This design comes from an exercise in tuning for small area and a short achievable clock period on the open sky130 flow, not from production work. Function was checked by simulation only, so behaviour that the tests miss may differ from the original. Power and IR drop assume default switching activity.

## design/flow/run.sh

```bash
#!/bin/bash
# synth_recipe.tcl (not shown) runs the flow's synth.tcl, then flattens the netlist and writes it again
# the make line also repeats each setting of config.mk as NAME=value (left out here)
make -C /OpenROAD-flow-scripts/flow DESIGN_CONFIG=/design/flow/config.mk WORK_HOME=/design/flow/orfs CLKGATE_MAP_FILE= SYNTH_SCRIPT=/design/flow/synth_recipe.tcl finish
```

## design/flow/config.mk

```make
export PLATFORM = sky130hd
export DESIGN_NAME = rpt_tracker
export DESIGN_NICKNAME = rpt_tracker
export VERILOG_FILES = /design/flow/design.v
export SDC_FILE = /design/flow/constraint.sdc
export NUM_CORES = 4
export LEC_CHECK = 0
export CAP_MARGIN = 20
export CORE_MARGIN = 2
export CORE_UTILIZATION = 55
export CTS_CLUSTER_DIAMETER = 60
export CTS_CLUSTER_SIZE = 30
export PLACE_DENSITY = 0.7
export SETUP_SLACK_MARGIN = 5
export SLEW_MARGIN = 20
```

## design/flow/constraint.sdc

```tcl
create_clock -name core_clock -period 12.0 [get_ports {clk}]
set_input_delay 2.4000 -clock core_clock [delete_from_list [all_inputs] [get_ports {clk}]]
set_output_delay 2.4000 -clock core_clock [all_outputs]
set_load 0.01 [all_outputs]
```

## design/flow/design.v

```verilog
module rpt_tracker (
    input  wire        clk,
    input  wire        rst,
    input  wire        ev_valid,
    input  wire [1:0]  ev_op,         
    input  wire [29:0] ev_addr,
    input  wire [6:0]  ev_bit,        
    input  wire        ev_clean,      
    input  wire        ev_spare_full, 
    input  wire [5:0]  sel,
    output wire        rd_valid,
    output wire [29:0] rd_addr,
    output wire [3:0]  rd_count,
    output wire        rd_rewritten,
    output wire [6:0]  rd_bit,
    output wire [6:0]  rd_used,
    output reg         rw_valid,
    output wire [29:0] rw_addr,
    output reg         remap_valid,
    output wire [29:0] remap_addr,
    output reg         remap_full
);
    localparam N = 64;
    reg [N-1:0] e_valid;
    reg [29:0]  e_addr  [0:N-1];
    reg [3:0]   e_count [0:N-1];
    reg [N-1:0] e_rewr;
    reg [6:0]   e_bit   [0:N-1];
    reg [5:0]   e_rank  [0:N-1];
    reg [6:0]   used;
    reg [29:0]  req_addr;
    integer i;
    function lt6(input [5:0] a, input [5:0] b);
        integer k;
        reg r;
        begin
            r = 1'b0;
            for (k = 0; k < 6; k = k + 1)
                r = (~a[k] & b[k]) | (~(a[k] ^ b[k]) & r);
            lt6 = r;
        end
    endfunction
    function [5:0] inc6(input [5:0] a);
        integer k;
        reg c;
        begin
            c = 1'b1;
            for (k = 0; k < 6; k = k + 1) begin
                inc6[k] = a[k] ^ c;
                c = c & a[k];
            end
        end
    endfunction
    function [5:0] dec6(input [5:0] a);
        integer k;
        reg c;
        begin
            c = 1'b1;
            for (k = 0; k < 6; k = k + 1) begin
                dec6[k] = a[k] ^ c;
                c = c & ~a[k];
            end
        end
    endfunction
    reg [N-1:0] hitv;       
    reg [N-1:0] freev;      
    reg [N-1:0] lruv;       
    reg         all_before;
    always @* begin
        all_before = 1'b1;
        for (i = 0; i < N; i = i + 1) begin
            hitv[i]  = e_valid[i] & ~|(e_addr[i] ^ ev_addr);
            freev[i] = ~e_valid[i] & all_before;
            all_before = all_before & e_valid[i];
            lruv[i]  = &e_rank[i];
        end
    end
    wire full = all_before;
    wire hit  = |hitv;
    reg [5:0] hit_rank;
    reg [3:0] hit_count;
    reg       hit_rewr;
    always @* begin
        hit_rank  = 6'd0;
        hit_count = 4'd0;
        hit_rewr  = 1'b0;
        for (i = 0; i < N; i = i + 1) begin
            hit_rank  = hit_rank  | ({6{hitv[i]}} & e_rank[i]);
            hit_count = hit_count | ({4{hitv[i]}} & e_count[i]);
            hit_rewr  = hit_rewr  | (hitv[i] & e_rewr[i]);
        end
    end
    wire op_corr = ev_valid & (ev_op == 2'd0);
    wire op_wr   = ev_valid & (ev_op == 2'd1);
    wire op_rb   = ev_valid & (ev_op == 2'd2);
    wire rb_bad  = ~ev_clean & ~ev_spare_full;    
    wire op_free = op_wr | (op_rb & rb_bad);        
    wire [N-1:0] allocv = full ? lruv : freev;
    wire [N-1:0] tgtv   = hit ? hitv : allocv;
    wire is7 = hit_count == 4'd7;
    wire is8 = hit_count[3];
    wire [3:0] hit_inc = {hit_count[3] | (&hit_count[2:0]),
                          ~hit_count[3] & (hit_count[2] ^ (&hit_count[1:0])),
                          ~hit_count[3] & (hit_count[1] ^ hit_count[0]),
                          ~hit_count[3] & ~hit_count[0]};
    wire [3:0] corr_count = hit ? hit_inc : 4'd1;
    wire        wcorr   = op_corr & ~rst;
    wire [29:0] w_addr  = {30{wcorr}} & ev_addr;
    wire [6:0]  w_bit   = {7{wcorr}} & ev_bit;
    wire [3:0]  w_count = {4{wcorr}} & corr_count;
    wire        w_rewr  = wcorr & hit & (hit_rewr | is7);
    wire [6:0] used_inc, used_dec;
    assign used_inc[0] = ~used[0];
    assign used_dec[0] = ~used[0];
    genvar g;
    generate
        for (g = 1; g < 7; g = g + 1) begin : g_used
            assign used_inc[g] = used[g] ^ (&used[g-1:0]);
            assign used_dec[g] = used[g] ^ ~(|used[g-1:0]);
        end
    endgenerate
    always @(posedge clk) begin
        if (rst) begin
            used        <= 7'd0;
            rw_valid    <= 1'b0;
            remap_valid <= 1'b0;
            remap_full  <= 1'b0;
        end else begin
            rw_valid    <= op_corr & hit & is7;
            remap_valid <= op_rb & hit & rb_bad;
            remap_full  <= op_rb & hit & ~ev_clean & ev_spare_full;
            if (op_corr & ~hit & ~full)
                used <= used_inc;
            else if (op_free & hit)
                used <= used_dec;
        end
    end
    always @(posedge clk)
        req_addr <= ev_addr;
    reg en_e, en_c, lt, mv;
    always @(posedge clk) begin
        for (i = 0; i < N; i = i + 1) begin
            en_e = rst | (op_corr & tgtv[i]) | (op_free & hitv[i]);
            en_c = en_e | (op_rb & hitv[i]);
            if (en_e) begin
                e_valid[i] <= wcorr;
                e_addr[i]  <= w_addr;
                e_bit[i]   <= w_bit;
                e_rewr[i]  <= w_rewr;
            end
            if (en_c)
                e_count[i] <= w_count;
            lt = lt6(e_rank[i], hit_rank);
            mv = e_valid[i] & (op_corr ? (~hit | lt) : (op_free & hit & ~lt));
            if (op_corr & tgtv[i])
                e_rank[i] <= 6'd0;
            else if (mv)
                e_rank[i] <= op_corr ? inc6(e_rank[i]) : dec6(e_rank[i]);
        end
    end
    reg        r_valid;
    reg [29:0] r_addr;
    reg [3:0]  r_count;
    reg        r_rewr;
    reg [6:0]  r_bit;
    reg        s;
    always @* begin
        r_valid = 1'b0;
        r_addr  = 30'd0;
        r_count = 4'd0;
        r_rewr  = 1'b0;
        r_bit   = 7'd0;
        for (i = 0; i < N; i = i + 1) begin
            s = (sel == i[5:0]);
            r_valid = r_valid | (s & e_valid[i]);
            r_addr  = r_addr  | ({30{s}} & e_addr[i]);
            r_count = r_count | ({4{s}}  & e_count[i]);
            r_rewr  = r_rewr  | (s & e_rewr[i]);
            r_bit   = r_bit   | ({7{s}}  & e_bit[i]);
        end
    end
    assign rd_valid     = r_valid;
    assign rd_addr      = r_addr;
    assign rd_count     = r_count;
    assign rd_rewritten = r_rewr;
    assign rd_bit       = r_bit;
    assign rd_used      = used;
    assign rw_addr      = req_addr;
    assign remap_addr   = req_addr;
endmodule
```

==> results.txt <==
cell accounting for the most synthesized area=edfxtp_1; die width=540.6 microns; Cell variety after synth=67; Synth Area per Inst=12.43 sq um; CTS buffer count=265; GRT overflow=6853; CTS Sinks=3176; number of flops mapped to enable cells by yosys=2752; Ports=163; maximum clock insertion buffer count=4; Mapped Nets=13114; Post-synth top cells=edfxtp_1, xnor2_1, a221oi_1, a22o_1, nand4_1; Async S/R FF share, synth=0; IO Port Bufs=162; yosys warns=5; Post-Syn Instances=12742; gp weighted congestion=1.473; Starting Density=0.5514; DP Wirelength=827600 microns; pin count of the biggest net entering global routing=126; status=aborted with a tool error; Exit stage=5_1_grt; Top FF cell, synth=edfxtp_1; synth top area cells=edfxtp_1, xnor2_1, dfxtp_1; Seq/Total Area, Yosys=0.5755; Post-CTS Hold Fix Bufs=0; Total GRT Usage=0.9546; H-tree depth=5; vias in the first global route=176379; post-synth design cell area=0.1584 sq mm; die span in y=540.6 microns; # rows=197; first-pass GRT wire length=1887000 microns; most common cell in the netlist=edfxtp_1; top cell type's share of synthesized area=0.5219; register bit count reported by yosys=3176; clk root buf=clkbuf_16; Tool Error=[ERROR GRT-0116] Global routing finished with congestion. Check the congestion regions in the DRC Viewer.
-- power by group through the flow --
stage | logic, mW | clock network (mW) | registers (mW)
3_3_place_gp | 5.28 | 0 | 15.4
4_1_cts | 5.97 | 9.50 | 15.3
2_1_floorplan | 3.31 | 0 | 14.1
3_5_place_dp | 5.46 | 0 | 15.4
-- worst max path at each step --
stage,start,to,depth (start not counted)
2_1_floorplan,ev_addr[0],e_rank[59][4],23
3_3_place_gp,ev_addr[21],e_bit[43][5],15
3_5_place_dp,ev_addr[18],e_addr[38][26],18
4_1_cts,sel[2],rd_addr[13],11
-- metrics by stage --
stage / cell area, sq um / hold slack [ps] / total power [mW] / instances / setup slack (ps)
floorplan: 158800 / 470.7 / 17.36 / 12742 / 4846
CTS: 195800 / 551.7 / 30.73 / 17653 / 4388
detailed placement: 168600 / 542.7 / 20.88 / 16525 / 2033
global placement: 168300 / 502.3 / 20.65 / 16514 / 1159
-- timing repair --
action,4_1_cts
buffers inserted,554
resized for setup,2095
pin swaps,432
endpoints found under the setup margin,3441
gates cloned,95
hold endpoints to repair,0
-- logic make-up after synthesis --
| group | after synthesis | share of synthesized area |
|---|---|---|
| simple gates | 3032 | 0.1016 |
| compound gates | 2673 | 0.1329 |
| xor+xnor | 2272 | 0.1257 |
| buf+inv | 1200 | 0.03453 |
| flops | 3176 | 0.5755 |
| fa+ha+maj | 322 | 0.02544 |
| mux | 67 | 0.004322 |
-- per-layer routing --
layer | GRT overflow | global-route usage
met5 | 146 | 0.8506
met2 | 2676 | 1.008
met1 | 1275 | 0.9492
met4 | 1683 | 0.9385
met3 | 1073 | 0.9158
